From an optimization exercise on the open Yosys and OpenROAD flow, aimed at small area and a short achievable clock period; shortcuts taken in it are not production practice.
RTL that was checked went through simulation tests only; none was proved equivalent to the original.
For runs 1, 2 and 4, only the layout was checked, not whether the RTL still works.
Power and IR drop assume default switching activity.

**design/flow/flow/run.sh**
```bash
#!/bin/bash
# Standard layout (standard.sh) with two changes:
#  - port buffers are buf_1 cells (the resizer upsizes those that need it)
#  - the resizer's setup repair aims for SETUP_SLACK_MARGIN of slack
set -euo pipefail
export SETUP_SLACK_MARGIN=19.05
export BUFFER_PORTS_ARGS="-buffer_cell sky130_fd_sc_hd__buf_1"
bash standard.sh > standard.log 2>&1
```
**design/flow/standard.sh**
```bash
#!/bin/bash
# synth_recipe.tcl (not shown) runs the flow's synth.tcl, then flattens the netlist and writes it again
# the make line also repeats each setting of config.mk as NAME=value (left out here)
make -C /OpenROAD-flow-scripts/flow DESIGN_CONFIG=/design/flow/config.mk WORK_HOME=/design/flow/orfs CLKGATE_MAP_FILE= SYNTH_SCRIPT=/design/flow/synth_recipe.tcl "${@:-finish}"
```
**design/flow/config.mk**
```make
export PLATFORM = sky130hd
export DESIGN_NAME = elem_combine
export DESIGN_NICKNAME = elem_combine
export VERILOG_FILES = /design/flow/design.v
export SDC_FILE = /design/flow/constraint.sdc
export NUM_CORES = 4
export LEC_CHECK = 0
export ABC_AREA = 1
export CAP_MARGIN = 20
export CORE_MARGIN = 2
export CORE_UTILIZATION = 60
export CTS_CLUSTER_DIAMETER = 100
export CTS_CLUSTER_SIZE = 24
export PLACE_DENSITY = 0.7
export SLEW_MARGIN = 20
```
**design/flow/constraint.sdc**
```tcl
create_clock -name core_clock -period 25.0 [get_ports {clk}]
set_input_delay 5.0000 -clock core_clock [delete_from_list [all_inputs] [get_ports {clk}]]
set_output_delay 5.0000 -clock core_clock [all_outputs]
set_load 0.01 [all_outputs]
```
**design/flow/design.v**
```verilog
module elem_combine (
    input  wire        clk,
    input  wire        rst,         
    input  wire        in_valid,
    input  wire [1:0]  in_op,       
    input  wire [2:0]  in_type,     
    input  wire [31:0] in_a,        
    input  wire [31:0] in_x,        
    output reg         out_valid,
    output reg  [31:0] out_res,
    output reg         out_nan,     
    output reg         out_ovf,     
    output reg         out_bad      
);
    wire i_fp32 = (in_type == 3'd1);
    wire i_bf16 = (in_type == 3'd2);
    wire i_fp16 = (in_type == 3'd3);
    wire i_int8 = (in_type == 3'd4);
    wire i_i32  = (in_type == 3'd5);
    wire i_8    = (in_type == 3'd0) | i_int8;
    wire i_fp   = i_fp32 | i_bf16 | i_fp16;
    wire i_wr   = (in_op == 2'd1);
    wire i_add  = (in_op == 2'd2);
    wire i_max  = (in_op == 2'd3);
    wire i_ok   = (i_wr & (i_8 | i_fp | i_i32)) | (i_add & (i_fp | i_i32)) |
                  (i_max & (i_fp | i_int8 | i_i32));
    reg        v0;
    reg [31:0] ra0, rx0;
    reg        ok0, add0, max0, fp0, h0, bf0, i32_0, f8_0, t_32;
    always @(posedge clk) begin
        if (rst) v0 <= 1'b0;
        else     v0 <= in_valid;
        ra0   <= in_a;
        rx0   <= in_x;
        ok0   <= i_ok;
        add0  <= i_add;
        max0  <= i_max;
        fp0   <= i_fp;
        h0    <= i_fp16;
        bf0   <= i_bf16;
        i32_0 <= i_i32;
        f8_0  <= i_8;
        t_32  <= i_fp32 | i_i32;
    end
    wire f16_0 = bf0 | h0;
    function automatic [31:0] unpack;     
        input [31:0] v;
        input        t8, t32, tbf, th;
        begin
            unpack = ({32{t32}} & v) |
                     ({32{tbf}} & {v[15:0], 16'h0}) |
                     ({32{th}}  & {v[15], 3'b000, v[14:0], 13'h0}) |
                     ({32{t8}}  & {v[7:0], 24'h0});
        end
    endfunction
    wire [31:0] a0 = unpack(ra0, f8_0, t_32, bf0, h0);
    wire [31:0] x0 = unpack(rx0, f8_0, t_32, bf0, h0);
    wire sa = a0[31];
    wire sx = x0[31];
    wire ge;
    ec_add #(31) u_cmp (.a(a0[30:0]), .b(~x0[30:0]), .ci(1'b1), .s(), .co(ge));
    wire max_a = (sa ^ sx) ? sx : ((fp0 & sa) ? ~ge : ge);
    wire sel_a = add0 ? ge : (max0 & max_a);
    wire [31:0] L = sel_a ? a0 : x0;
    wire [31:0] S = sel_a ? x0 : a0;
    wire a_emax = h0 ? (&a0[27:23]) : (&a0[30:23]);
    wire x_emax = h0 ? (&x0[27:23]) : (&x0[30:23]);
    wire a_fnz  = |a0[22:0];
    wire x_fnz  = |x0[22:0];
    wire a_nan  = a_emax & a_fnz;
    wire x_nan  = x_emax & x_fnz;
    wire any_inf = (a_emax & ~a_fnz) | (x_emax & ~x_fnz);
    wire add_nan = a_nan | x_nan | (a_emax & x_emax & (sa ^ sx));
    wire r_nan  = ok0 & fp0 & ((add0 & add_nan) | (max0 & (a_nan | x_nan)));
    wire r_fadd = ok0 & fp0 & add0 & ~add_nan & ~any_inf;
    wire [31:0] isum;
    ec_add #(32) u_iadd (.a(ra0), .b(rx0), .ci(1'b0), .s(isum), .co());
    wire [31:0] Lr = (add0 & i32_0) ? isum : L;
    wire        ha = |a0[30:23];
    wire        hx = |x0[30:23];
    wire [7:0]  ea = {a0[30:24], a0[23] | ~ha};
    wire [7:0]  ex = {x0[30:24], x0[23] | ~hx};
    wire [7:0]  d_ax, d_xa;
    ec_add #(8) u_dax (.a(ea), .b(~ex), .ci(1'b1), .s(d_ax), .co());
    ec_add #(8) u_dxa (.a(ex), .b(~ea), .ci(1'b1), .s(d_xa), .co());
    wire [7:0]  d  = sel_a ? d_ax : d_xa;
    wire [23:0] ms = {sel_a ? hx : ha, S[22:0]};
    wire        zsign = ~(|a0[30:0]) & ~(|x0[30:0]) & sa & sx;
    reg        v1;
    reg [31:0] L1;
    reg [23:0] ms1;
    reg [4:0]  d1;
    reg        big1;
    reg        sub1, nan1, bad1, fadd1, zs1, h1, bf1, f8_1, f16_1;
    always @(posedge clk) begin
        if (rst) v1 <= 1'b0;
        else     v1 <= v0;
        L1    <= Lr;
        ms1   <= ms;
        d1    <= d[4:0];
        big1  <= |d[7:5];
        sub1  <= sa ^ sx;
        nan1  <= r_nan;
        bad1  <= ~ok0;
        fadd1 <= r_fadd;
        zs1   <= zsign;
        h1    <= h0;
        bf1   <= bf0;
        f8_1  <= f8_0;
        f16_1 <= f16_0;
    end
    wire [26:0] sh0 = {ms1, 3'b000};
    wire [26:0] sh1 = d1[0] ? {1'b0,  sh0[26:1]} : sh0;
    wire        st1 = d1[0] & sh0[0];
    wire [26:0] sh2 = d1[1] ? {2'b0,  sh1[26:2]} : sh1;
    wire        st2 = st1 | (d1[1] & (|sh1[1:0]));
    wire [26:0] sh3 = d1[2] ? {4'b0,  sh2[26:4]} : sh2;
    wire        st3 = st2 | (d1[2] & (|sh2[3:0]));
    wire [26:0] sh4 = d1[3] ? {8'b0,  sh3[26:8]} : sh3;
    wire        st4 = st3 | (d1[3] & (|sh3[7:0]));
    wire [26:0] sh5 = d1[4] ? {16'b0, sh4[26:16]} : sh4;
    wire        st5 = st4 | (d1[4] & (|sh4[15:0]));
    wire [26:0] als1 = big1 ? {26'b0, |ms1} : {sh5[26:1], sh5[0] | st5};
    wire        hl = |L1[30:23];
    wire [7:0]  el = {L1[30:24], L1[23] | ~hl};
    wire [23:0] ml = {hl, L1[22:0]};
    wire [27:0] sum;
    ec_add #(27) u_add (.a({ml, 3'b000}), .b(als1 ^ {27{sub1}}), .ci(sub1),
                        .s(sum[26:0]), .co(sum[27]));
    wire        cy = sum[27] & ~sub1;
    wire [26:0] lim_bit = (el < 8'd28) ? (27'h400_0000 >> (el - 8'd1)) : 27'h0;
    wire [26:0] lzin = sum[26:0] | lim_bit;
    reg  [4:0]  lz;
    integer k;
    always @(*) begin
        lz = 5'd0;
        for (k = 0; k < 27; k = k + 1)
            if (lzin[k]) lz = 5'd26 - k[4:0];
    end
    reg        v2;
    reg [31:0] L2;
    reg [4:0]  sumh2;
    wire [27:0] sum2 = {sumh2, L2[22:0]};
    reg [4:0]  lz2;
    reg        nan2, bad2, fadd2, zs2, h2, bf2, f8_2, f16_2;
    always @(posedge clk) begin
        if (rst) v2 <= 1'b0;
        else     v2 <= v1;
        L2    <= {L1[31:23], fadd1 ? sum[22:0] : L1[22:0]};
        sumh2 <= {cy, sum[26:23]};
        lz2   <= lz;
        nan2  <= nan1;
        bad2  <= bad1;
        fadd2 <= fadd1;
        zs2   <= zs1;
        h2    <= h1;
        bf2   <= bf1;
        f8_2  <= f8_1;
        f16_2 <= f16_1;
    end
    wire [7:0]  e2 = {L2[30:24], L2[23] | ~(|L2[30:23])};
    wire        sl = L2[31];
    wire [26:0] nrm = sum2[27] ? {sum2[27:2], sum2[1] | sum2[0]} : (sum2[26:0] << lz2);
    wire [8:0]  e_n = sum2[27] ? {1'b0, e2} + 9'd1 : {1'b0, e2} - {4'b0, lz2};
    wire        hid = nrm[26];
    wire        zero_sum = ~(|sum2);
    wire        g_32 = nrm[2],  st_32 = |nrm[1:0],  l_32 = nrm[3];
    wire        g_16 = nrm[15], st_16 = |nrm[14:0], l_16 = nrm[16];
    wire        g_bf = nrm[18], st_bf = |nrm[17:0], l_bf = nrm[19];
    wire        rnd = h2  ? (g_16 & (st_16 | l_16)) :
                      bf2 ? (g_bf & (st_bf | l_bf)) :
                            (g_32 & (st_32 | l_32));
    wire [22:0] frac_t = h2  ? {nrm[25:16], 13'h0} :
                         bf2 ? {nrm[25:19], 16'h0} : nrm[25:3];
    wire [22:0] inc = h2  ? {9'h0, rnd, 13'h0} :
                      bf2 ? {6'h0, rnd, 16'h0} : {22'h0, rnd};
    wire [8:0]  ef = {e_n[8:1], e_n[0] & hid};
    wire [31:0] pk;
    ec_add #(32) u_rnd (.a({ef, frac_t}), .b({9'd0, inc}), .ci(1'b0), .s(pk), .co());
    wire        f_ones = h2 ? (&nrm[25:16]) : bf2 ? (&nrm[25:19]) : (&nrm[25:3]);
    wire        e_top  = h2 ? (ef[8:5] == 4'd0) & (&ef[4:1]) : ~ef[8] & (&ef[7:1]);
    wire        e_ge   = h2 ? (|ef[8:5]) | (&ef[4:0]) : ef[8] | (&ef[7:0]);
    wire        ovf    = e_ge | (e_top & ~ef[0] & f_ones & rnd);
    reg [31:0] ru;
    always @(*) begin
        if (bad2)
            ru = 32'h0;
        else if (nan2)
            ru = {1'b0, h2 ? 8'h1F : 8'hFF, 23'h40_0000};
        else if (fadd2) begin
            if (zero_sum)
                ru = {zs2, 31'h0};
            else if (ovf)
                ru = {sl, h2 ? 8'h1F : 8'hFF, 23'h0};
            else
                ru = {sl, pk[30:0]};
        end else
            ru = L2;
    end
    wire [31:0] res = f8_2  ? {24'h0, ru[31:24]} :
                      h2    ? {16'h0, ru[31], ru[27:13]} :
                      f16_2 ? {16'h0, ru[31:16]} : ru;
    wire        r_ovf = fadd2 & ~zero_sum & ovf;
    always @(posedge clk) begin
        if (rst) out_valid <= 1'b0;
        else     out_valid <= v2;
        out_res <= res;
        out_nan <= nan2;
        out_ovf <= r_ovf;
        out_bad <= bad2;
    end
endmodule
module ec_add #(parameter W = 8) (
    input  wire [W-1:0] a,
    input  wire [W-1:0] b,
    input  wire         ci,
    output wire [W-1:0] s,
    output wire         co
);
    reg [W:0] G, P, Gn, Pn;
    integer lv, i, j;
    always @(*) begin
        G = {a & b, ci};
        P = {a ^ b, 1'b0};
        for (lv = 0; (1 << lv) < W + 1; lv = lv + 1) begin
            Gn = G;
            Pn = P;
            for (i = 0; i < W + 1; i = i + 1)
                if ((i >> lv) & 1) begin
                    j = ((i >> lv) << lv) - 1;
                    Gn[i] = G[i] | (P[i] & G[j]);
                    Pn[i] = P[i] & P[j];
                end
            G = Gn;
            P = Pn;
        end
    end
    assign s  = a ^ b ^ G[W-1:0];
    assign co = G[W];
endmodule
```
==> results of run 1 <==
## worst paths after layout
check | slack, ns | cells past startpoint | to
max | 19.06 | 1 | out_res[14]
min | 0.33 | 0 | bf2$_DFF_P_
max reg2reg | 19.56 | 29 | lz2[0]$_SDFF_PP0_
min reg2reg | 0.33 | 0 | bf2$_DFF_P_
## metrics by stage
step | area (sq um) | utilization (%)
2_1_floorplan | 16900 | -
3_3_place_gp | 17400 | 62.7
3_5_place_dp | 17400 | 62.7
4_1_cts | 17900 | 64.4
5_1_grt | 18000 | 64.7
6_report | 18000 | 64.7
## metal layers
layer	vias up	track usage [%]	wire length, microns
li1	8707	-	-
met1	8184	48.1	22900
met2	874	59.8	24700
met3	151	4.74	4420
met4	0	14.0	2300
met5	-	0	0
## power by group through the flow
stage | clock [mW] | combinational, mW | sequential (mW)
after floorplan | 0 | 0.755 | 0.461
after global placement | 0 | 0.935 | 0.502
after detailed placement | 0 | 0.950 | 0.503
after CTS | 0.239 | 0.959 | 0.494
after global routing | 0.253 | 1.10 | 0.503
final | 0.236 | 0.989 | 0.498
## cell families after synthesis
logic type,count (synthesis),share of synthesized area (%)
buffers and inverters,430,10.2
flip-flops,233,27.6
multiplexers,2,0.118
adder cells (fa/ha/maj),125,9.77
XOR/XNOR,65,3.36
AO/OA/AOI/OAI,534,18.2
AND/OR/NAND/NOR,1217,30.8
## registers in the layout, summed over array words and instances (netlist names), 5 cells and up
signal   count
sumh2        5
L2          32
rx0         32
lz2          5
ra0         32
out_res     32
ms1         24
L1          32
d1           5
## Yosys cell counts, types with 7 or more instances
cell type / instances / share of area (%)
sky130_fd_sc_hd__nor2_1: 229 / 5.1
sky130_fd_sc_hd__xor2_1: 51 / 2.6
sky130_fd_sc_hd__buf_1: 10 / 0.22
sky130_fd_sc_hd__nor2_2: 8 / 0.30
sky130_fd_sc_hd__a22o_1: 8 / 0.41
sky130_fd_sc_hd__a22oi_1: 7 / 0.31
sky130_fd_sc_hd__o211ai_1: 8 / 0.35
sky130_fd_sc_hd__ha_1: 113 / 8.4
sky130_fd_sc_hd__clkbuf_1: 58 / 1.3
sky130_fd_sc_hd__buf_2: 14 / 0.41
sky130_fd_sc_hd__xnor2_1: 14 / 0.72
sky130_fd_sc_hd__nand4_1: 38 / 1.4
sky130_fd_sc_hd__nand2_2: 11 / 0.41
sky130_fd_sc_hd__a31oi_1: 23 / 0.85
sky130_fd_sc_hd__nand3_1: 213 / 6.3
sky130_fd_sc_hd__inv_2: 20 / 0.44
sky130_fd_sc_hd__nand2_1: 638 / 14
sky130_fd_sc_hd__a211oi_1: 7 / 0.31
sky130_fd_sc_hd__nor4_1: 27 / 1.0
sky130_fd_sc_hd__o21ai_0: 215 / 6.4
sky130_fd_sc_hd__o21ai_2: 19 / 0.98
sky130_fd_sc_hd__dfxtp_1: 233 / 28
sky130_fd_sc_hd__inv_1: 309 / 6.9
sky130_fd_sc_hd__nor3_1: 29 / 0.86
sky130_fd_sc_hd__fa_1: 12 / 1.4
sky130_fd_sc_hd__o21ai_1: 39 / 1.2
sky130_fd_sc_hd__a21oi_1: 128 / 3.8
sky130_fd_sc_hd__o22ai_1: 34 / 1.3
## cell type report
cell class                      instances  area [sq um]  share of cell area, %
Antenna cell                            1          2.50                 0.0139
Clock buffer                           15           375                   2.09
Clock inverter                          3          41.3                  0.230
Inverter                              332          1250                   6.96
Multi-Input combinational cell       1943         10500                   58.5
Sequential cell                       233          4690                   26.1
Tap cell                              378           473                   2.63
Timing Repair Buffer                  119           624                   3.47
## layout by cell type, fill, tap and decap left out, drive strengths merged, types with 5 or more instances in the layout
cell / netlist / routed
a211oi: 7 / 7
a21oi: 132 / 132
a22o: 8 / 8
a22oi: 7 / 7
a31oi: 23 / 23
buf: 36 / 119
clkbuf: 61 / 15
clkinv: 2 / 5
dfxtp: 233 / 233
fa: 12 / 12
ha: 113 / 113
inv: 330 / 330
nand2: 650 / 650
nand3: 215 / 215
nand4: 41 / 41
nor2: 241 / 241
nor3: 31 / 31
nor4: 27 / 27
o211ai: 8 / 8
o21a: 6 / 6
o21ai: 273 / 273
o21bai: 5 / 5
o22ai: 35 / 35
o31ai: 6 / 6
xnor2: 14 / 14
xor2: 51 / 51
==> results.txt, run 1 <==
- In this run the most critical hold path is launched from bf1$_DFF_P_.
- In this run the power density over the cells is 95.9 nW/um^2.
- The post-route worst hold slack is 0.329 ns.
- The clock net in this run drives a total of 233 sinks.
- After detailed placement, the design holds a cell count of 3005.
- The filler cell count in the final layout is 2633.
- The pin count of the biggest net entering global routing is 82.
- For this run, the register share of the synthesized area comes to 27.6%.
- The pre-antenna-repair detailed-routing pass consisted of 7 iterations.
- The average vias per placed instance is 5.92.
- The Yosys step of the flow raised 5 warnings.
- The number of hold buffers added after cts is 0.
- Of the cells placed in the final design, the portion with a size suffix greater than 1 is 6.43%.
- From synthesis to final layout, the design area changed by 6.26%.
- The highest achievable clock rate is 0.168 GHz.
- The count of final hold-check violations is 0.
- Setup repair after global routing could not meet its margin everywhere.
- For this run, the slowest stage of the critical path takes 0.33 ns.
- The die covers 29600 sq um.
- The most common flop cell mapped by yosys is sky130_fd_sc_hd__dfxtp_1.
- The average size of a mapped cell is 6.49 sq um.
- Setup violations remaining at the end of the flow were counted as 0.
- The post-layout instance count excluding filler cells is 3024.
- The final worst-path setup slack is 19.06 ns.
- Tracing the worst setup path back leads to its startpoint at out_res[14]$_SDFF_PP0_.
- In this run, synthesis produced a sequential element count of 233.
- The initial core utilization is 60.9%.
- After layout, the worst path uses 23.8% of the clock period.
- The leakage component of the power is 8.57 nW.
- The count of buffers added on input and output ports is 107.
- Of all flip-flops after synthesis, the portion carrying an async set or reset was 0%.
- In this run the worst path has a maximum fanout of 1.
- The maximum clock path buffer count is 3.
- Net switching is 50.7% of the power.
- The tool flagged a number of max-cap violations equal to 0.
- The number of DRC violations after detailed-routing iteration 0 is 1861.
- The floorplan has 61 rows.
- The worst setup path is launched from a register.
- The slowest library cell on the worst path is sky130_fd_sc_hd__dfxtp_2.
- TritonCTS built the clock tree.
- Internal power comes to 850 uW.
- The net switching power is 873 uW.
- Detailed placement ended at an HPWL of 43.6 mm.
- The number of buffers created by CTS is 14.
- 108 I/O pins were placed.
- The share of power burned in registers is 28.9%.
- At the end of routability-driven placement, the weighted congestion stood at 1.02.
- The pre-CTS setup slack is 19.27 ns.
- The cell count after synthesis came out at 2606.
- The die is 172 microns tall.
- The endpoint class of the critical path is an output pin.
- The routed design has 54.3 mm of wire.
- The synthesized area is 16900 sq um.
- Counting I/O delays and the setup requirement, the final critical path takes 5.94 ns.
- The final layout contains 2840 nets.
- Traced cell by cell, the critical path runs through buf_6.
- At the worst endpoint, the required time is 20.00 ns.
- The synthesized netlist contains 68 unique library cells.
- The type of the most critical hold path is reg -> reg.
- The buffer and inverter count on the worst path is 1.
- The number of setup buffers added after CTS is 0.
- The number of pins exceeding their max-slew limit in the final report came to 0.
- The CTS H-tree depth is 1.
- Summed over all layers, the global routing overflow is 0.
- Synthesis produced a netlist with a net count of 2803.
- The initial antenna violation count is 0.
- Gates resized during post-CTS repair numbered 42.
- The clock root buffer is sky130_fd_sc_hd__clkbuf_16.
- Clock-pin slew was measured on the worst setup and hold paths at 0.09 ns.
- The slew at the pin closest to its max-slew limit is 1.12 ns.
- The clock network is responsible for 13.7% of the overall power.
- For this block, the via count after detailed routing is 17900.
- The flow ran to the end and the layout has no timing, DRC or antenna violations.
- Clock skew on the completed layout was measured at 0.0142 ns.
- Measured against its own limit, the worst slew margin works out to 24.4%.
- The core region area is 27800 sq um.
- After layout, the design draws a total of 1.72 mW.
- On the critical path the largest part of the delay comes from flip-flops.
- In the final routed layout, each cell accounts on average for 18.0 microns.
- In this run the remaining antenna-violating nets after routing total 0.
- The critical register-to-register path startpoint is d1[2]$_DFF_P_.
- The arrival time of data at the critical path endpoint is 0.94 ns.
- The number of enable-type register cells in the synthesized netlist is 0.
- Combinational cells account for 57.4% of the total power.
- In the global route stage, overall resource usage came out at 36.2%.
- The number of global-route vias before repair was 16200.
- For this run, design rule violations remaining after detail routing come to 0.
- The overall die width is 172 microns.
- The first global-routing pass estimated 84.4 mm of wire.
- The worst supply voltage drop on vdd is 0.0000701 V.
- By startpoint and endpoint, the worst setup path is classified as reg -> out.
- For the final routed database, the setup TNS stands at 0 ns.
- The clock reaches the later pin of the worst-skew pair after 0.50 ns.
==> run 2: changes to the inputs <==
--- a/design/flow/design.v
+++ b/design/flow/design.v
@@ -80,18 +80,15 @@
     wire        hx = |x0[30:23];
     wire [7:0]  ea = {a0[30:24], a0[23] | ~ha};
     wire [7:0]  ex = {x0[30:24], x0[23] | ~hx};
-    wire [7:0]  d_ax, d_xa;
-    ec_add #(8) u_dax (.a(ea), .b(~ex), .ci(1'b1), .s(d_ax), .co());
-    ec_add #(8) u_dxa (.a(ex), .b(~ea), .ci(1'b1), .s(d_xa), .co());
-    wire [7:0]  d  = sel_a ? d_ax : d_xa;
+    wire [7:0]  d;
+    ec_add #(8) u_d (.a(sel_a ? ea : ex), .b(sel_a ? ~ex : ~ea), .ci(1'b1), .s(d), .co());
     wire [23:0] ms = {sel_a ? hx : ha, S[22:0]};
-    wire        zsign = ~(|a0[30:0]) & ~(|x0[30:0]) & sa & sx;
     reg        v1;
     reg [31:0] L1;
     reg [23:0] ms1;
     reg [4:0]  d1;
     reg        big1;
-    reg        sub1, nan1, bad1, fadd1, zs1, h1, bf1, f8_1, f16_1;
+    reg        sub1, nan1, bad1, fadd1, h1, bf1, f8_1, f16_1;
     always @(posedge clk) begin
         if (rst) v1 <= 1'b0;
         else     v1 <= v0;
@@ -103,7 +100,6 @@
         nan1  <= r_nan;
         bad1  <= ~ok0;
         fadd1 <= r_fadd;
-        zs1   <= zsign;
         h1    <= h0;
         bf1   <= bf0;
         f8_1  <= f8_0;
@@ -128,15 +124,15 @@
     ec_add #(27) u_add (.a({ml, 3'b000}), .b(als1 ^ {27{sub1}}), .ci(sub1),
                         .s(sum[26:0]), .co(sum[27]));
     wire        cy = sum[27] & ~sub1;
-    wire [26:0] lim_bit = (el < 8'd28) ? (27'h400_0000 >> (el - 8'd1)) : 27'h0;
-    wire [26:0] lzin = sum[26:0] | lim_bit;
-    reg  [4:0]  lz;
+    reg  [4:0]  lzr;
     integer k;
     always @(*) begin
-        lz = 5'd0;
+        lzr = 5'd27;
         for (k = 0; k < 27; k = k + 1)
-            if (lzin[k]) lz = 5'd26 - k[4:0];
-    end
+            if (sum[k]) lzr = 5'd26 - k[4:0];
+    end
+    wire [7:0]  elm1 = el - 8'd1;
+    wire [4:0]  lz = (elm1 < {3'b000, lzr}) ? elm1[4:0] : lzr;
     reg        v2;
     reg [31:0] L2;
     reg [4:0]  sumh2;
@@ -152,7 +148,7 @@
         nan2  <= nan1;
         bad2  <= bad1;
         fadd2 <= fadd1;
-        zs2   <= zs1;
+        zs2   <= L1[31] & ~sub1 & ~(|L1[30:0]);    
         h2    <= h1;
         bf2   <= bf1;
         f8_2  <= f8_1;
@@ -170,8 +166,7 @@
     wire        rnd = h2  ? (g_16 & (st_16 | l_16)) :
                       bf2 ? (g_bf & (st_bf | l_bf)) :
                             (g_32 & (st_32 | l_32));
-    wire [22:0] frac_t = h2  ? {nrm[25:16], 13'h0} :
-                         bf2 ? {nrm[25:19], 16'h0} : nrm[25:3];
+    wire [22:0] frac_t = nrm[25:3];
     wire [22:0] inc = h2  ? {9'h0, rnd, 13'h0} :
                       bf2 ? {6'h0, rnd, 16'h0} : {22'h0, rnd};
     wire [8:0]  ef = {e_n[8:1], e_n[0] & hid};
==> run 2 against run 1 <==
Routed wire length decreased by 1.8%; critical path type unchanged; total power is 4.8% higher; clock skew grew 0.023 ns; utilization grew 0.68 points; largest cell class unchanged; sequential power is 2% higher; final area is 2.8% lower; still clean; clock-buffer cell count down 1; non-clock buffer count increased by 16; register-to-register slack lost 0.06 ns; die area decreased by 4.2%; synthesized cell count fell by 6.6%; sequential share of layout area up 0.73 points.
==> results.txt, run 2 <==
- The largest total area in the synthesized netlist belongs to sky130_fd_sc_hd__dfxtp_1.
- The async set-reset flop share out of synthesis is 0% (unchanged).
- The final worst-path setup slack came to 19.05 ns (-0.0148 ns).
- The average size of a mapped cell came to 6.66 sq um (+2.6%).
- The pin count of the biggest net entering global routing came to 71 (-13%).
- The wire length after detailed routing came to 53.3 mm (-1.8%).
- Setup repair after global routing could not meet its margin everywhere.
- The power density relative to cell area is 103 nW/um^2 (+7.8%).
- The maximum fanout encountered on the critical timing path came to 1 (unchanged).
- The share of power burned in registers is 28.0% (-0.9 points).
- The total inserted antenna cells is 0 (-1).
- The worst setup path is launched from a register.
- The instance count along the most critical hold path is 0 (unchanged).
- In the layout the commonest cells are 603 x sky130_fd_sc_hd__nand2_1, 263 x sky130_fd_sc_hd__inv_1, 211 x sky130_fd_sc_hd__dfxtp_1, 201 x sky130_fd_sc_hd__o21ai_0, 178 x sky130_fd_sc_hd__nand3_1.
- The met2 usage in global routing came to 57.5% (-2.3 points).
- The final estimated routing congestion in global placement is 1.02 (+0.27%).
- The number of placement rows is 60 (-1.6%).
- The number of buffers created by CTS is 14 (unchanged).
- The final worst-path cycle share is 23.8% (+0.059 points).
- The area of the die is 28300 sq um (-4.2%).
- The total of buffers placed on input and output ports is 107 (unchanged).
- The number of hold buffers added after cts came to 0 (unchanged).
- The number of pins exceeding their max-slew limit in the final report is 0 (unchanged).
- The buffer and inverter count on the worst path is 1 (unchanged).
- The tree is rooted in a sky130_fd_sc_hd__clkbuf_16.
- The leakage component of the power is 8.23 nW (-4.0%).
- The total congestion overflow after global routing was 0 (unchanged).
- The initial core utilization is 60.6% (-0.29 points).
- The count of antenna-violating nets left after detailed routing was 0 (unchanged).
- The worst hold path begins at h1$_DFF_P_.
- The clock edge transition at the registers on the reported setup and hold paths is 0.10 ns (about the same).
- The total half-perimeter wirelength after legalization and detailed placement is 41.7 mm (-4.3%).
- The total setup violations reported at the end of the flow came to 0 (unchanged).
- The switching share of power is 51.0% (+0.35 points).
- The startpoint identified for the worst register-to-register timing path is lz2[1]$_DFF_P_.
- The worst-case clock skew is 0.0371 ns (+0.0229 ns).
- The reported max-cap violation count is 0 (unchanged).
- The internal portion of total power is 884 uW (+4.0%).
- The number of DRC violations after detailed-routing iteration 0 came to 1863 (+0.11%).
- The pre-CTS setup slack is 18.58 ns (-0.690 ns).
- The met1 usage is 49.4% (+1.3 points).
- The most common flop cell mapped by yosys is sky130_fd_sc_hd__dfxtp_1.
- The count of final hold-check violations came to 0 (unchanged).
- The arrival time of data at the critical path endpoint is 0.95 ns (about the same).
- By count the netlist is led by 604 x sky130_fd_sc_hd__nand2_1, 266 x sky130_fd_sc_hd__inv_1, 232 x sky130_fd_sc_hd__dfxtp_1, 208 x sky130_fd_sc_hd__o21ai_0, 179 x sky130_fd_sc_hd__nand3_1.
- The area taken by multi-input logic gates is 10100 sq um (-4.2%).
- The top-level I/O count came to 108 (unchanged).
- The total number of yosys warnings was 5 (unchanged).
- The slowest library cell on the worst path is sky130_fd_sc_hd__dfxtp_1.
- The leading cell type by number of instances after synthesis is sky130_fd_sc_hd__nand2_1.
- The proportion of layout cells with a drive suffix above 1 is 8.54% (+2.1 points).
- The height of the die is 168 microns (-2.1%).
- The delay of the slowest cell on the worst path is 0.33 ns (about the same).
- The summed negative setup slack over all endpoints is 0 ns (unchanged).
- On the critical path the largest part of the delay comes from flip-flops.
- The wire length per cell was 18.8 microns (+4.7%).
- The flow ran to the end and the layout has no timing, DRC or antenna violations.
- The wire length of the first global-routing pass is 82.5 mm (-2.2%).
- The global routing stage identified its most utilized layer as met2.
- The cell depth of the worst setup path is 1 (unchanged).
- The count of state elements after synthesis is 232 (-0.43%).
- The minimum period implied by the final worst setup slack is 5.95 ns (+0.0148 ns).
- The number of design rule violations left after detail routing is 0 (unchanged).
- The type of the most critical hold path is reg -> reg.
- The filler cell count in the final layout is 2445 (-7.1%).
- The share of synthesized area occupied by flip-flops and latches came to 28.7% (+1.1 points).
- The relative max-transition margin is 26.5% (+2.1 points).
- The signal on the critical path passes through buf_2.
- The cell count after synthesis came to 2433 (-6.6%).
- The global routing met3 resource utilization came to 5.17% (+0.43 points).
- The fraction of synthesized cell area taken by the top area cell type came to 28.7% (+1.1 points).
- The overall die width was 168 microns (-2.1%).
- The required arrival time at the worst endpoint is 20.00 ns (about the same).
- The slew at the pin closest to its max-slew limit is 1.07 ns (-0.0495 ns).
- TritonCTS built the clock tree.
- The flip-flop and latch area came to 4690 sq um (about the same).
- The total nets after synthesis is 2624 (-6.4%).
- The number of global-route vias before repair was 15600 (-4.0%).
- The clock latency on the worst-skew pair is 0.52 ns (+0.02 ns).
- The total routing usage reported by global routing is 36.5% (+0.30 points).
- The worst supply voltage drop on vdd is 0.0000736 V (+5.0%).
- The signed area change from the synthesized netlist to the final layout is 7.89%.
- The core region area came to 26700 sq um (-3.8%).
- The logic gate share of total power is 59.0% (+1.6 points).
- Yosys attributes the largest share of cell area to sky130_fd_sc_hd__dfxtp_1 29%, sky130_fd_sc_hd__nand2_1 14%, sky130_fd_sc_hd__ha_1 8.6%.
- The highest achievable clock rate is 0.168 GHz (-0.25%).
- The number of nets in the finished design is 2683 (-5.5%).
- The CTS H-tree depth came to 1 (unchanged).
- The endpoint class of the critical path is an output pin.
- The number of detailed-routing iterations run before antenna repair is 8 (+1).
- The unique cell type count in the Yosys netlist came to 75 (+10%).
- The count of cells along the worst register-to-register path is 26 (-10%).
- The clock sink count is 232 (-0.43%).
- The average vias per placed instance is 5.99 (+1.0%).
- The number of enable-type register cells in the synthesized netlist is 0 (unchanged).
- The maximum clock path buffer count is 3 (unchanged).
- The portion of total power attributed to the clock network is 13.0% (-0.7 points).
- The synthesized area came to 16200 sq um (-4.3%).
- Tracing the worst setup path back leads to its startpoint at out_res[0]$_DFF_P_.
- The net switching power is 921 uW (+5.5%).
- The via total after detailed routing is 17000 (-5.3%).
- Leaving out fill and tap cells, the most frequent cell in the layout is sky130_fd_sc_hd__nand2_1.
- The type of the worst setup path is reg -> out.
- The initial antenna violation count was 0 (unchanged).
[run 2: cell types whose count changed in the layout (fill, tap and decap cells not counted), moves of 9 or more]
cell,change
sky130_fd_sc_hd__nor2_1,-64
sky130_fd_sc_hd__o211ai_1,+9
sky130_fd_sc_hd__nand2_1,-34
sky130_fd_sc_hd__nand3_1,-35
sky130_fd_sc_hd__nand4_1,-12
sky130_fd_sc_hd__buf_4,+13
sky130_fd_sc_hd__o21ai_1,+16
sky130_fd_sc_hd__o21ai_0,-14
sky130_fd_sc_hd__nand2_2,+15
sky130_fd_sc_hd__a31oi_1,-16
sky130_fd_sc_hd__inv_1,-46
[run 2: repair_timing]
action | CTS | global route
gates resized for setup | 51 | 54
setup buffers | 0 | 18
pin swaps | 0 | 4
endpoints found under the setup margin | 57 | 63
gates cloned | 1 | 3
[run 2: final cells by class]
cell class / count / area share [%]
Multi-Input combinational cell: 1819 / 57.7
Inverter: 286 / 6.31
Clock buffer: 14 / 2.00
Tap cell: 341 / 2.44
Sequential cell: 232 / 26.8
Clock inverter: 4 / 0.308
Timing Repair inverter: 4 / 0.143
Timing Repair Buffer: 135 / 4.33
[run 2: logic make-up after synthesis]
family / after synthesis / share of synthesized area, %
and+or+nand+nor: 1103 / 29.5
AOI/OAI and AO/OA: 524 / 18.7
buffers and inverters: 382 / 9.51
DFF: 232 / 28.7
adders and majority gates: 119 / 9.51
xor gates and xnor gates: 69 / 3.82
muxes: 4 / 0.247
[run 2: metal layers]
metal,vias up,wire length (microns),part of all wire [%]
met2,906,23100,43
li1,8212,-,-
met4,0,2900,5.4
met3,168,4630,8.7
met1,7685,22700,43
met5,-,0,0
[run 2: power by group through the flow]
stage                     logic (mW)  registers, mW  clock network [mW]
after detailed placement       0.977          0.513                   0
after global routing            1.18          0.511               0.251
final                           1.07          0.506               0.234
after global placement         0.966          0.512                   0
after floorplan                0.788          0.460                   0
after CTS                      0.987          0.507               0.238
[run 2: per-stage QoR]
| stage | std cells | util [%] | power, mW | area, sq um | hold WS (ns) |
|---|---|---|---|---|---|
| after floorplan | 2433 | - | 1.25 | 16200 | 0.310 |
| after global placement | 2795 | 62.3 | 1.48 | 16700 | 0.310 |
| after detailed placement | 2795 | 62.3 | 1.49 | 16700 | 0.312 |
| after CTS | 2814 | 64.2 | 1.73 | 17200 | 0.334 |
| after global routing | 2835 | 65.4 | 1.94 | 17500 | 0.350 |
| final | 2835 | 65.4 | 1.81 | 17500 | 0.334 |
[run 2: path summary, 6_finish.rpt]
check                                           to  slack, ns
worst max-delay path                    out_res[0]      19.05
worst min-delay path                    h2$_DFF_P_       0.33
worst max register to register  out_res[6]$_DFF_P_      19.50
worst min register to register          h2$_DFF_P_       0.33
==> run 3: changes to the inputs <==
--- a/design/flow/design.v
+++ b/design/flow/design.v
@@ -60,7 +60,8 @@
     wire ge;
     ec_add #(31) u_cmp (.a(a0[30:0]), .b(~x0[30:0]), .ci(1'b1), .s(), .co(ge));
     wire max_a = (sa ^ sx) ? sx : ((fp0 & sa) ? ~ge : ge);
-    wire sel_a = add0 ? ge : (max0 & max_a);
+    wire iadd  = add0 & i32_0;
+    wire sel_a = add0 ? (i32_0 | ge) : (max0 & max_a);
     wire [31:0] L = sel_a ? a0 : x0;
     wire [31:0] S = sel_a ? x0 : a0;
     wire a_emax = h0 ? (&a0[27:23]) : (&a0[30:23]);
@@ -73,30 +74,31 @@
     wire add_nan = a_nan | x_nan | (a_emax & x_emax & (sa ^ sx));
     wire r_nan  = ok0 & fp0 & ((add0 & add_nan) | (max0 & (a_nan | x_nan)));
     wire r_fadd = ok0 & fp0 & add0 & ~add_nan & ~any_inf;
-    wire [31:0] isum;
-    ec_add #(32) u_iadd (.a(ra0), .b(rx0), .ci(1'b0), .s(isum), .co());
-    wire [31:0] Lr = (add0 & i32_0) ? isum : L;
+    wire [7:0]  itop;
+    ec_add #(8) u_itop (.a(a0[31:24]), .b(x0[31:24]), .ci(1'b0), .s(itop), .co());
+    wire [31:0] Lr = {iadd ? itop : L[31:24], L[23:0]};
     wire        ha = |a0[30:23];
     wire        hx = |x0[30:23];
     wire [7:0]  ea = {a0[30:24], a0[23] | ~ha};
     wire [7:0]  ex = {x0[30:24], x0[23] | ~hx};
     wire [7:0]  d;
     ec_add #(8) u_d (.a(sel_a ? ea : ex), .b(sel_a ? ~ex : ~ea), .ci(1'b1), .s(d), .co());
-    wire [23:0] ms = {sel_a ? hx : ha, S[22:0]};
+    wire [23:0] ms = {iadd ? x0[23] : sel_a ? hx : ha, S[22:0]};
     reg        v1;
     reg [31:0] L1;
     reg [23:0] ms1;
     reg [4:0]  d1;
     reg        big1;
-    reg        sub1, nan1, bad1, fadd1, h1, bf1, f8_1, f16_1;
+    reg        iadd1, sub1, nan1, bad1, fadd1, h1, bf1, f8_1, f16_1;
     always @(posedge clk) begin
         if (rst) v1 <= 1'b0;
         else     v1 <= v0;
         L1    <= Lr;
         ms1   <= ms;
-        d1    <= d[4:0];
-        big1  <= |d[7:5];
-        sub1  <= sa ^ sx;
+        d1    <= iadd ? 5'd0 : d[4:0];
+        big1  <= ~iadd & (|d[7:5]);
+        iadd1 <= iadd;
+        sub1  <= ~iadd & (sa ^ sx);
         nan1  <= r_nan;
         bad1  <= ~ok0;
         fadd1 <= r_fadd;
@@ -119,20 +121,21 @@
     wire [26:0] als1 = big1 ? {26'b0, |ms1} : {sh5[26:1], sh5[0] | st5};
     wire        hl = |L1[30:23];
     wire [7:0]  el = {L1[30:24], L1[23] | ~hl};
-    wire [23:0] ml = {hl, L1[22:0]};
+    wire [23:0] ml = {iadd1 ? L1[23] : hl, L1[22:0]};
     wire [27:0] sum;
     ec_add #(27) u_add (.a({ml, 3'b000}), .b(als1 ^ {27{sub1}}), .ci(sub1),
                         .s(sum[26:0]), .co(sum[27]));
     wire        cy = sum[27] & ~sub1;
+    wire [7:0]  itop1 = L1[31:24] + 8'd1;
+    wire [27:0] s28 = {cy, sum[26:0]};
     reg  [4:0]  lzr;
     integer k;
     always @(*) begin
-        lzr = 5'd27;
-        for (k = 0; k < 27; k = k + 1)
-            if (sum[k]) lzr = 5'd26 - k[4:0];
-    end
-    wire [7:0]  elm1 = el - 8'd1;
-    wire [4:0]  lz = (elm1 < {3'b000, lzr}) ? elm1[4:0] : lzr;
+        lzr = 5'd28;
+        for (k = 0; k < 28; k = k + 1)
+            if (s28[k]) lzr = 5'd27 - k[4:0];
+    end
+    wire [4:0]  lz = ((el[7:5] == 3'd0) && (el[4:0] < lzr)) ? el[4:0] : lzr;
     reg        v2;
     reg [31:0] L2;
     reg [4:0]  sumh2;
@@ -142,7 +145,8 @@
     always @(posedge clk) begin
         if (rst) v2 <= 1'b0;
         else     v2 <= v1;
-        L2    <= {L1[31:23], fadd1 ? sum[22:0] : L1[22:0]};
+        L2    <= fadd1 ? {L1[31:23], sum[22:0]} :
+                 iadd1 ? {cy ? itop1 : L1[31:24], sum[26:3]} : L1;
         sumh2 <= {cy, sum[26:23]};
         lz2   <= lz;
         nan2  <= nan1;
@@ -156,8 +160,9 @@
     end
     wire [7:0]  e2 = {L2[30:24], L2[23] | ~(|L2[30:23])};
     wire        sl = L2[31];
-    wire [26:0] nrm = sum2[27] ? {sum2[27:2], sum2[1] | sum2[0]} : (sum2[26:0] << lz2);
-    wire [8:0]  e_n = sum2[27] ? {1'b0, e2} + 9'd1 : {1'b0, e2} - {4'b0, lz2};
+    wire [27:0] n28 = sum2 << lz2;
+    wire [26:0] nrm = {n28[27:2], n28[1] | n28[0]};
+    wire [8:0]  e_n = {1'b0, e2} + 9'd1 - {4'b0, lz2};
     wire        hid = nrm[26];
     wire        zero_sum = ~(|sum2);
     wire        g_32 = nrm[2],  st_32 = |nrm[1:0],  l_32 = nrm[3];
==> run 3 against run 2 <==
Critical path depth unchanged; cell count down 2.4%; sequential cell count up 1; critical endpoint is now out_res[13]; highest routed layer unchanged.
==> results.txt, run 3 <==
- The reported max-cap violation count is 0 (unchanged).
- The slew at the pin closest to its max-slew limit is 0.926 ns (-0.148 ns).
- The wire length per cell was 17.8 microns (-5.1%).
- The most common flop cell mapped by yosys is sky130_fd_sc_hd__dfxtp_1.
- The total setup violations reported at the end of the flow is 0 (unchanged).
- The total congestion overflow after global routing is 0 (unchanged).
- The initial core utilization came to 61.5% (+0.90 points).
- The average size of a mapped cell came to 6.56 sq um (-1.5%).
- The flow ran to the end and the layout has no timing, DRC or antenna violations.
- The synthesized area is 15600 sq um (-3.8%).
- The number of design rule violations left after detail routing was 0 (unchanged).
- The number of detailed-routing iterations run before antenna repair is 8 (unchanged).
- The type of the worst setup path is reg -> out.
- The CTS H-tree depth is 1 (unchanged).
- The leading cell type by number of instances after synthesis is sky130_fd_sc_hd__nand2_1.
- The cell count after synthesis is 2375 (-2.4%).
- sky130_fd_sc_hd__dfxtp_1 takes more of the synthesized area than any other cell.
- The final worst-path cycle share is 23.8% (about the same).
- The number of pins exceeding their max-slew limit in the final report was 0 (unchanged).
- The delay of the slowest cell on the worst path is 0.33 ns (about the same).
- The pre-CTS setup slack was 18.77 ns (+0.189 ns).
- The total routing usage reported by global routing is 35.5% (-1.0 points).
- The startpoint type of the worst setup path is a register.
- The root buffer cell chosen for the clock tree is sky130_fd_sc_hd__clkbuf_16.
- The number of nets in the finished design came to 2604 (-2.9%).
- The core region area was 25300 sq um (-5.2%).
- The clock edge transition at the registers on the reported setup and hold paths is 0.09 ns (about the same).
- The worst-case clock skew is 0.0203 ns (-0.0168 ns).
- The power density relative to cell area came to 94.3 nW/um^2 (-8.7%).
- The clock sink count came to 233 (+0.43%).
- The top-level I/O count is 108 (unchanged).
- The final worst-path setup slack is 19.05 ns (+0.00400 ns).
- By area the synthesized netlist is led by sky130_fd_sc_hd__dfxtp_1 30%, sky130_fd_sc_hd__nand2_1 15%, sky130_fd_sc_hd__ha_1 7.4%.
- The overall die width was 165 microns (-1.9%).
- The minimum period implied by the final worst setup slack came to 5.95 ns (-0.00400 ns).
- In this run the worst hold path is classified as reg -> reg.
- The share of synthesized area occupied by flip-flops and latches was 29.9% (+1.3 points).
- The number of buffers created by CTS was 14 (unchanged).
- The required arrival time at the worst endpoint was 20.00 ns (about the same).
- The arrival time of data at the critical path endpoint came to 0.95 ns (about the same).
- The post-route worst hold slack is 0.330 ns (-0.00446 ns).
- The leakage component of the power is 8.09 nW (-1.7%).
- Setup repair after global routing could not meet its margin everywhere.
- The clock latency on the worst-skew pair was 0.49 ns (-0.03 ns).
- The total nets after synthesis is 2545 (-3.0%).
- The signed area change from the synthesized netlist to the final layout is 8.64%.
- The count of state elements after synthesis was 233 (+0.43%).
- The average vias per placed instance is 5.91 (-1.2%).
- The count of antenna-violating nets left after detailed routing is 0 (unchanged).
- The number of global-route vias before repair is 14900 (-4.4%).
- The top cell types in the final layout, fill and taps aside, are 631 x sky130_fd_sc_hd__nand2_1, 280 x sky130_fd_sc_hd__inv_1, 210 x sky130_fd_sc_hd__dfxtp_1, 193 x sky130_fd_sc_hd__o21ai_0, 177 x sky130_fd_sc_hd__nand3_1.
- The worst supply voltage drop on vdd came to 0.0000673 V (-8.5%).
- The total number of yosys warnings is 5 (unchanged).
- The total of buffers placed on input and output ports is 107 (unchanged).
- The height of the die is 165 microns (-1.9%).
- The filler cell count in the final layout was 2321 (-5.1%).
- The total half-perimeter wirelength after legalization and detailed placement was 38.1 mm (-8.7%).
- The relative max-transition margin is 38.2% (+12 points).
- The commonest cells after synthesis are 633 x sky130_fd_sc_hd__nand2_1, 283 x sky130_fd_sc_hd__inv_1, 233 x sky130_fd_sc_hd__dfxtp_1, 206 x sky130_fd_sc_hd__o21ai_0, 177 x sky130_fd_sc_hd__nand3_1.
- The initial antenna violation count is 0 (unchanged).
- The flip-flop and latch area is 4700 sq um (+0.21%).
- The count of final hold-check violations is 0 (unchanged).
- The maximum fanout encountered on the critical timing path is 1 (unchanged).
- The via total after detailed routing is 16400 (-3.6%).
- The worst-case register-to-register setup slack is 19.36 ns (-0.14 ns).
- The wire length of the first global-routing pass came to 76.1 mm (-7.7%).
- The number of DRC violations after detailed-routing iteration 0 is 1930 (+3.6%).
- Leaving out fill and tap cells, the most frequent cell in the layout is sky130_fd_sc_hd__nand2_1.
- The async set-reset flop share out of synthesis is 0% (unchanged).
- The clock tree from TritonCTS is done.
- The wire length after detailed routing was 49.4 mm (-7.4%).
- The fraction of synthesized cell area taken by the top area cell type came to 29.9% (+1.3 points).
- The number of enable-type register cells in the synthesized netlist was 0 (unchanged).
- The proportion of layout cells with a drive suffix above 1 came to 7.88% (-0.67 points).
- The highest achievable clock rate is 0.168 GHz (about the same).
- The endpoint class of the critical path is an output pin.
- The number of placement rows is 58 (-3.3%).
- The unique cell type count in the Yosys netlist is 66 (-12%).
- The pin count of the biggest net entering global routing is 71 (unchanged).
- For this design, the slowest cell found on the critical path is sky130_fd_sc_hd__dfxtp_1.
- The final estimated routing congestion in global placement is 1.04 (+2.2%).
- The summed negative setup slack over all endpoints is 0 ns (unchanged).
- The area of the die is 27300 sq um (-3.7%).
- The buffer and inverter count on the worst path is 1 (unchanged).
- The maximum clock path buffer count is 3 (unchanged).
- The critical path goes through buf_2.
- The total inserted antenna cells came to 0 (unchanged).
- The area taken by multi-input logic gates is 9430 sq um (-6.4%).
- In this design, the largest share of critical-path delay is due to flip-flops.
## run 3: cell count changes after synthesis, sizes merged, moves of 6 or more
cell    change
o21ai      -19
buf         -7
inv        +11
mux2i       +7
clkbuf      +6
nand4       +9
a21oi      -35
nand2      +17
xnor2      -11
ha         -20
## run 3: layout make-up
cell class	instances	share of cell area, %
clock buffer	17	2.38
timing repair buffer	134	4.54
tap	330	2.44
sequential	233	27.7
clock inverter	3	0.200
timing repair inverter	4	0.163
inverter	299	6.84
multi-input combinational	1748	55.7
## run 3: worst paths after layout
kind	startpoint	end	depth (start not counted)
hold / removal	f16_1$_DFF_P_	f16_2$_DFF_P_	0
setup / recovery	out_res[13]$_SDFF_PP0_	out_res[13]	1
hold reg to reg	f16_1$_DFF_P_	f16_2$_DFF_P_	0
setup reg to reg	d1[0]$_SDFF_PP0_	lz2[3]$_DFF_P_	34
## run 3: layer usage
metal  track usage [%]  up-vias  routed length, microns
met5                 0        -                       0
met4              20.7        0                    3420
met3              5.44      208                    3860
met2              59.1      838                   22700
met1              43.5     7381                   19400
li1                  -     7938                       -
## run 3: where the power goes
part	leakage, nW	total (mW)	internal [mW]	switching (mW)
Clock	0.215	0.239	0.117	0.123
Combinational	5.93	0.896	0.283	0.613
Sequential	1.95	0.461	0.414	0.0475
Total	8.09	1.60	0.814	0.783
## run 3: logic make-up after synthesis
kind of cell | count (synthesis) | synth area share (%)
simple gates | 1123 | 31.2
buf+inv | 394 | 10.0
xor+xnor | 63 | 3.54
compound gates | 453 | 16.4
flops | 233 | 29.9
mux | 11 | 0.707
fa+ha+maj | 98 | 8.16
## run 3: repair_timing
item,4_1_cts,5_1_grt
hold buffers,0,0
setup endpoints to repair,41,65
pin swaps,0,2
resized for setup,47,78
cloned,0,4
setup buffers,0,15
## run 3: per-stage QoR
stage          instances  util, %  total power, mW  instance area [sq um]
6_report            2768     66.8             1.60                  16900
5_1_grt             2768     66.8             1.71                  16900
4_1_cts             2749     65.5             1.53                  16600
3_5_place_dp        2729     63.4             1.29                  16100
3_3_place_gp        2729     63.4             1.28                  16100
2_1_floorplan       2375        -             1.09                  15600
==> run 4: changes to the inputs <==
--- a/design/flow/design.v
+++ b/design/flow/design.v
@@ -42,7 +42,6 @@
         f8_0  <= i_8;
         t_32  <= i_fp32 | i_i32;
     end
-    wire f16_0 = bf0 | h0;
     function automatic [31:0] unpack;     
         input [31:0] v;
         input        t8, t32, tbf, th;
@@ -58,7 +57,7 @@
     wire sa = a0[31];
     wire sx = x0[31];
     wire ge;
-    ec_add #(31) u_cmp (.a(a0[30:0]), .b(~x0[30:0]), .ci(1'b1), .s(), .co(ge));
+    ec_carry #(31) u_cmp (.a(a0[30:0]), .b(~x0[30:0]), .ci(1'b1), .co(ge));
     wire max_a = (sa ^ sx) ? sx : ((fp0 & sa) ? ~ge : ge);
     wire iadd  = add0 & i32_0;
     wire sel_a = add0 ? (i32_0 | ge) : (max0 & max_a);
@@ -89,7 +88,7 @@
     reg [23:0] ms1;
     reg [4:0]  d1;
     reg        big1;
-    reg        iadd1, sub1, nan1, bad1, fadd1, h1, bf1, f8_1, f16_1;
+    reg        iadd1, sub1, nan1, bad1, fadd1, h1, bf1, f8_1;
     always @(posedge clk) begin
         if (rst) v1 <= 1'b0;
         else     v1 <= v0;
@@ -105,7 +104,6 @@
         h1    <= h0;
         bf1   <= bf0;
         f8_1  <= f8_0;
-        f16_1 <= f16_0;
     end
     wire [26:0] sh0 = {ms1, 3'b000};
     wire [26:0] sh1 = d1[0] ? {1'b0,  sh0[26:1]} : sh0;
@@ -141,7 +139,7 @@
     reg [4:0]  sumh2;
     wire [27:0] sum2 = {sumh2, L2[22:0]};
     reg [4:0]  lz2;
-    reg        nan2, bad2, fadd2, zs2, h2, bf2, f8_2, f16_2;
+    reg        nan2, bad2, fadd2, zs2, h2, bf2, f8_2;
     always @(posedge clk) begin
         if (rst) v2 <= 1'b0;
         else     v2 <= v1;
@@ -156,7 +154,6 @@
         h2    <= h1;
         bf2   <= bf1;
         f8_2  <= f8_1;
-        f16_2 <= f16_1;
     end
     wire [7:0]  e2 = {L2[30:24], L2[23] | ~(|L2[30:23])};
     wire        sl = L2[31];
@@ -199,7 +196,7 @@
     end
     wire [31:0] res = f8_2  ? {24'h0, ru[31:24]} :
                       h2    ? {16'h0, ru[31], ru[27:13]} :
-                      f16_2 ? {16'h0, ru[31:16]} : ru;
+                      bf2   ? {16'h0, ru[31:16]} : ru;
     wire        r_ovf = fadd2 & ~zero_sum & ovf;
     always @(posedge clk) begin
         if (rst) out_valid <= 1'b0;
@@ -238,3 +235,29 @@
     assign s  = a ^ b ^ G[W-1:0];
     assign co = G[W];
 endmodule
+module ec_carry #(parameter W = 8) (
+    input  wire [W-1:0] a,
+    input  wire [W-1:0] b,
+    input  wire         ci,
+    output wire         co
+);
+    reg [W:0] G, P, Gn, Pn;
+    integer lv, i, j;
+    always @(*) begin
+        G = {a & b, ci};
+        P = {a | b, 1'b0};
+        for (lv = 0; (1 << lv) < W + 1; lv = lv + 1) begin
+            Gn = G;
+            Pn = P;
+            for (i = 0; i < W + 1; i = i + 1)
+                if ((i >> lv) & 1) begin
+                    j = ((i >> lv) << lv) - 1;
+                    Gn[i] = G[i] | (P[i] & G[j]);
+                    Pn[i] = P[i] & P[j];
+                end
+            G = Gn;
+            P = Pn;
+        end
+    end
+    assign co = G[W];
+endmodule
==> run 4 against run 3 <==
Utilization shrank 0.57 points; largest power group unchanged; final area increased by 1.2%; first-iteration DRC count grew 8.2%; synthesized cell count up 1.9%; non-clock buffer count grew 13; critical endpoint unchanged.
==> results.txt, run 4 <==
- The leading cell type by number of instances after synthesis is sky130_fd_sc_hd__nand2_1.
- The total nets after synthesis is 2573 (+1.1%).
- The overall die width was 166 microns (+0.24%).
- The largest area contributor in the netlist is sky130_fd_sc_hd__dfxtp_1.
- The initial core utilization is 60.6% (-0.92 points).
- The total half-perimeter wirelength after legalization and detailed placement is 38.1 mm (+0.11%).
- The total routing usage reported by global routing was 34.9% (-0.55 points).
- The worst-case clock skew is 0.0117 ns (-0.00858 ns).
- The arrival time of data at the critical path endpoint came to 0.97 ns (+0.02 ns).
- The startpoint identified for the worst hold timing path is bf1$_DFF_P_.
- The cell count after synthesis is 2419 (+1.9%).
- The slew at the pin closest to its max-slew limit was 1.03 ns (+0.104 ns).
- The wire length after detailed routing is 49.9 mm (+1.0%).
- The clock sink count is 231 (-0.86%).
- The relative max-transition margin was 31.2% (-7.0 points).
- The clock root buffer is sky130_fd_sc_hd__clkbuf_16.
- STA classifies the critical path endpoint as an output pin.
- The maximum fanout encountered on the critical timing path is 1 (unchanged).
- The slowest library cell on the worst path is sky130_fd_sc_hd__dfxtp_1.
- The reported max-cap violation count was 0 (unchanged).
- The number of nets in the finished design is 2639 (+1.3%).
- The total setup violations reported at the end of the flow is 0 (unchanged).
- The fraction of synthesized cell area taken by the top area cell type is 29.5% (-0.40 points).
- By startpoint and endpoint, the worst setup path is classified as reg -> out.
- The flow ran to the end and the layout has no timing, DRC or antenna violations.
- The signed area change from the synthesized netlist to the final layout is 9.36%.
- The summed negative setup slack over all endpoints is 0 ns (unchanged).
- The leakage component of the power is 8.14 nW (+0.65%).
- The final estimated routing congestion in global placement is 0.989 (-4.9%).
- The total inserted antenna cells is 0 (unchanged).
- The average vias per placed instance is 5.91 (about the same).
- The count of cells along the worst register-to-register path is 32 (-5.9%).
- The average size of a mapped cell is 6.47 sq um (-1.3%).
- The delay of the slowest cell on the worst path is 0.34 ns (about the same).
- The count of state elements after synthesis is 231 (-0.86%).
- The count of final hold-check violations came to 0 (unchanged).
- The power density relative to cell area came to 94.1 nW/um^2 (-0.20%).
- The total of buffers placed on input and output ports is 107 (unchanged).
- The capturing point of the worst reg2reg path is lz2[1]$_DFF_P_.
- The core region area is 25800 sq um (+2.0%).
- The most common flop cell mapped by yosys is sky130_fd_sc_hd__dfxtp_1.
- The flip-flop and latch area is 4650 sq um (-1.0%).
- The number of pins exceeding their max-slew limit in the final report came to 0 (unchanged).
- The final worst-path cycle share came to 23.9% (+0.068 points).
- The count of antenna-violating nets left after detailed routing is 0 (unchanged).
- The number of placement rows is 59 (+1.7%).
- The synthesized area is 15700 sq um (+0.49%).
- The area of the die is 27400 sq um (+0.48%).
- The top-level I/O count is 108 (unchanged).
- The number of buffers created by CTS is 13 (-1).
- The number of DRC violations after detailed-routing iteration 0 came to 2089 (+8.2%).
- The number of global-route vias before repair is 15100 (+1.3%).
- The minimum period implied by the final worst setup slack is 5.97 ns (+0.0169 ns).
- The total number of yosys warnings is 5 (unchanged).
- The library cell used most frequently in the layout, excluding fill and tap cells, is sky130_fd_sc_hd__nand2_1.
- The instance count along the most critical hold path was 0 (unchanged).
- The clock edge transition at the registers on the reported setup and hold paths is 0.09 ns (about the same).
- TritonCTS built the clock tree.
- For hold timing, the worst endpoint is bf2$_DFF_P_.
- The number of design rule violations left after detail routing is 0 (unchanged).
- The maximum clock path buffer count is 3 (unchanged).
- The via total after detailed routing is 16700 (+1.9%).
- The async set-reset flop share out of synthesis is 0% (unchanged).
- Grouping stages by cell kind, the critical path spends the most delay in flip-flops.
- Setup repair after global routing could not meet its margin everywhere.
- The type of the most critical hold path is reg -> reg.
- The clock latency on the worst-skew pair was 0.49 ns (about the same).
- The pin count of the biggest net entering global routing is 92 (+30%).
- The buffer and inverter count on the worst path is 1 (unchanged).
- The number of detailed-routing iterations run before antenna repair is 9 (+1).
- The wire length of the first global-routing pass came to 75.6 mm (-0.74%).
- The CTS H-tree depth is 1 (unchanged).
- The total power was 1.61 mW (+0.95%).
- The proportion of layout cells with a drive suffix above 1 is 8.69% (+0.81 points).
- Traced cell by cell, the critical path runs through buf_2.
- The initial antenna violation count is 0 (unchanged).
- The filler cell count in the final layout is 2336 (+0.65%).
- The wire length per cell is 17.7 microns (-0.88%).
- The total congestion overflow after global routing is 0 (unchanged).
- The critical register-to-register path startpoint is d1[0]$_SDFF_PP0_.
- The top cell types in the final layout, fill and taps aside, are 650 x sky130_fd_sc_hd__nand2_1, 302 x sky130_fd_sc_hd__inv_1, 221 x sky130_fd_sc_hd__o21ai_0, 217 x sky130_fd_sc_hd__dfxtp_1, 184 x sky130_fd_sc_hd__nand3_1.
- Ranked by total cell area, the synthesized netlist is headed by sky130_fd_sc_hd__dfxtp_1 30%, sky130_fd_sc_hd__nand2_1 16%, sky130_fd_sc_hd__o21ai_0 7.8%.
- The highest achievable clock rate was 0.168 GHz (-0.28%).
- The worst-case register-to-register setup slack was 19.16 ns (-0.20 ns).
- Sorting the synthesized cells by how often they occur yields 658 x sky130_fd_sc_hd__nand2_1, 306 x sky130_fd_sc_hd__inv_1, 245 x sky130_fd_sc_hd__o21ai_0, 231 x sky130_fd_sc_hd__dfxtp_1, 189 x sky130_fd_sc_hd__nand3_1.
- The number of enable-type register cells in the synthesized netlist is 0 (unchanged).
- The height of the die came to 166 microns (+0.24%).
- The worst supply voltage drop on vdd came to 0.0000787 V (+17%).
- The area taken by multi-input logic gates came to 9630 sq um (+2.1%).
- The share of synthesized area occupied by flip-flops and latches came to 29.5% (-0.40 points).
- The required arrival time at the worst endpoint is 20.00 ns (about the same).
- The unique cell type count in the Yosys netlist is 68 (+3.0%).
- The startpoint type of the worst setup path is a register.
run 4: changes by cell type after synthesis, moves of 5 or more:
| cell | delta |
|---|---|
| sky130_fd_sc_hd__inv_1 | +23 |
| sky130_fd_sc_hd__a21oi_1 | -9 |
| sky130_fd_sc_hd__buf_1 | +6 |
| sky130_fd_sc_hd__o21ai_1 | -18 |
| sky130_fd_sc_hd__nand4_1 | +5 |
| sky130_fd_sc_hd__o21ai_0 | +39 |
| sky130_fd_sc_hd__ha_1 | -16 |
| sky130_fd_sc_hd__nor2_1 | -13 |
| sky130_fd_sc_hd__nand2_1 | +25 |
| sky130_fd_sc_hd__nand3_1 | +12 |
run 4: worst max path at each step:
stage                                 startpoint              to  slack (ns)  depth (start not counted)
after global placement          d1[0]$_SDFF_PP0_  lz2[0]$_DFF_P_       18.18                         34
after floorplan                 d1[1]$_SDFF_PP0_  lz2[0]$_DFF_P_       19.29                         34
after global routing            d1[0]$_SDFF_PP0_  lz2[1]$_DFF_P_       18.80                         35
final                     out_res[13]$_SDFF_PP0_     out_res[13]       19.03                          1
after CTS                     out_res[6]$_DFF_P_      out_res[6]       19.05                          1
after detailed placement        d1[0]$_SDFF_PP0_  lz2[1]$_DFF_P_       17.92                         34
run 4: final cells by class:
type / instances / area share [%]
sequential: 231 / 27.1
inverter: 317 / 7.07
timing repair buffer: 147 / 4.93
clock buffer: 15 / 2.00
multi-input combinational: 1772 / 56.2
tap: 335 / 2.45
timing repair inverter: 3 / 0.117
clock inverter: 1 / 0.0511
run 4: power by group:
group	internal (mW)	total (mW)	switching [mW]
registers	0.410	0.455	0.0445
logic	0.309	0.942	0.633
clock network	0.0981	0.215	0.117
total	0.818	1.61	0.794
run 4: per-layer routing:
layer | share of wire (%) | track usage (%) | vias up
li1 | - | - | 8072
met1 | 39 | 42.2 | 7458
met2 | 47 | 59.0 | 926
met3 | 7.3 | 4.22 | 218
met4 | 7.1 | 22.1 | 0
met5 | 0 | 0 | -
run 4: metrics by stage:
step	hold slack, ns	utilization (%)	instances	worst slack (ns)	area (sq um)
floorplan	0.310	-	2419	19.29	15700
finish	0.329	66.3	2821	19.03	17100
detailed placement	0.316	62.4	2773	17.92	16100
global placement	0.311	62.4	2773	18.18	16100
global route	0.342	66.3	2821	18.80	17100
CTS	0.334	64.4	2797	19.05	16600
run 4: repair_timing:
| item | in CTS | in global routing |
|---|---|---|
| gates cloned | 2 | 2 |
| buffers inserted | 6 | 22 |
| setup endpoints to repair | 21 | 52 |
| pin swaps | 2 | 37 |
| resized for setup | 40 | 119 |
| hold buffers | 0 | 0 |
run 4: kinds of logic after synthesis:
| family | after synthesis | synth area share (%) |
|---|---|---|
| and+or+nand+nor | 1144 | 31.3 |
| AOI/OAI and AO/OA | 476 | 17.7 |
| buffers and inverters | 416 | 10.5 |
| DFF | 231 | 29.5 |
| adders and majority gates | 82 | 6.84 |
| xor gates and xnor gates | 63 | 3.67 |
| muxes | 7 | 0.447 |

==> afterwards: timing with drivers on the ports <==
No port has a modelled driver above. Below, the same layouts with a new extraction and two added sets of constraints.
Step 1 assumes that a clkbuf_16 drives the clock port and a buf_2 every other input.
Step 2 also shifts input and output timing later by t, the mid clock arrival at the registers, as if the neighbouring blocks saw the same clock.
a / b / c = no drivers / after step 1 / after step 2; a / b = the first two.
run | shift t [ns] | setup slack, ns | worst setup path after step 2
run 1 | 0.540 | 19.061 / 19.010 / 19.270 | input to register
run 2 | 0.550 | 19.046 / 18.995 / 19.376 | input to register
run 3 | 0.533 | 19.050 / 19.000 / 19.364 | register to register
run 4 | 0.528 | 19.034 / 18.986 / 19.159 | register to register
After both steps setup and hold are still met in every run listed.
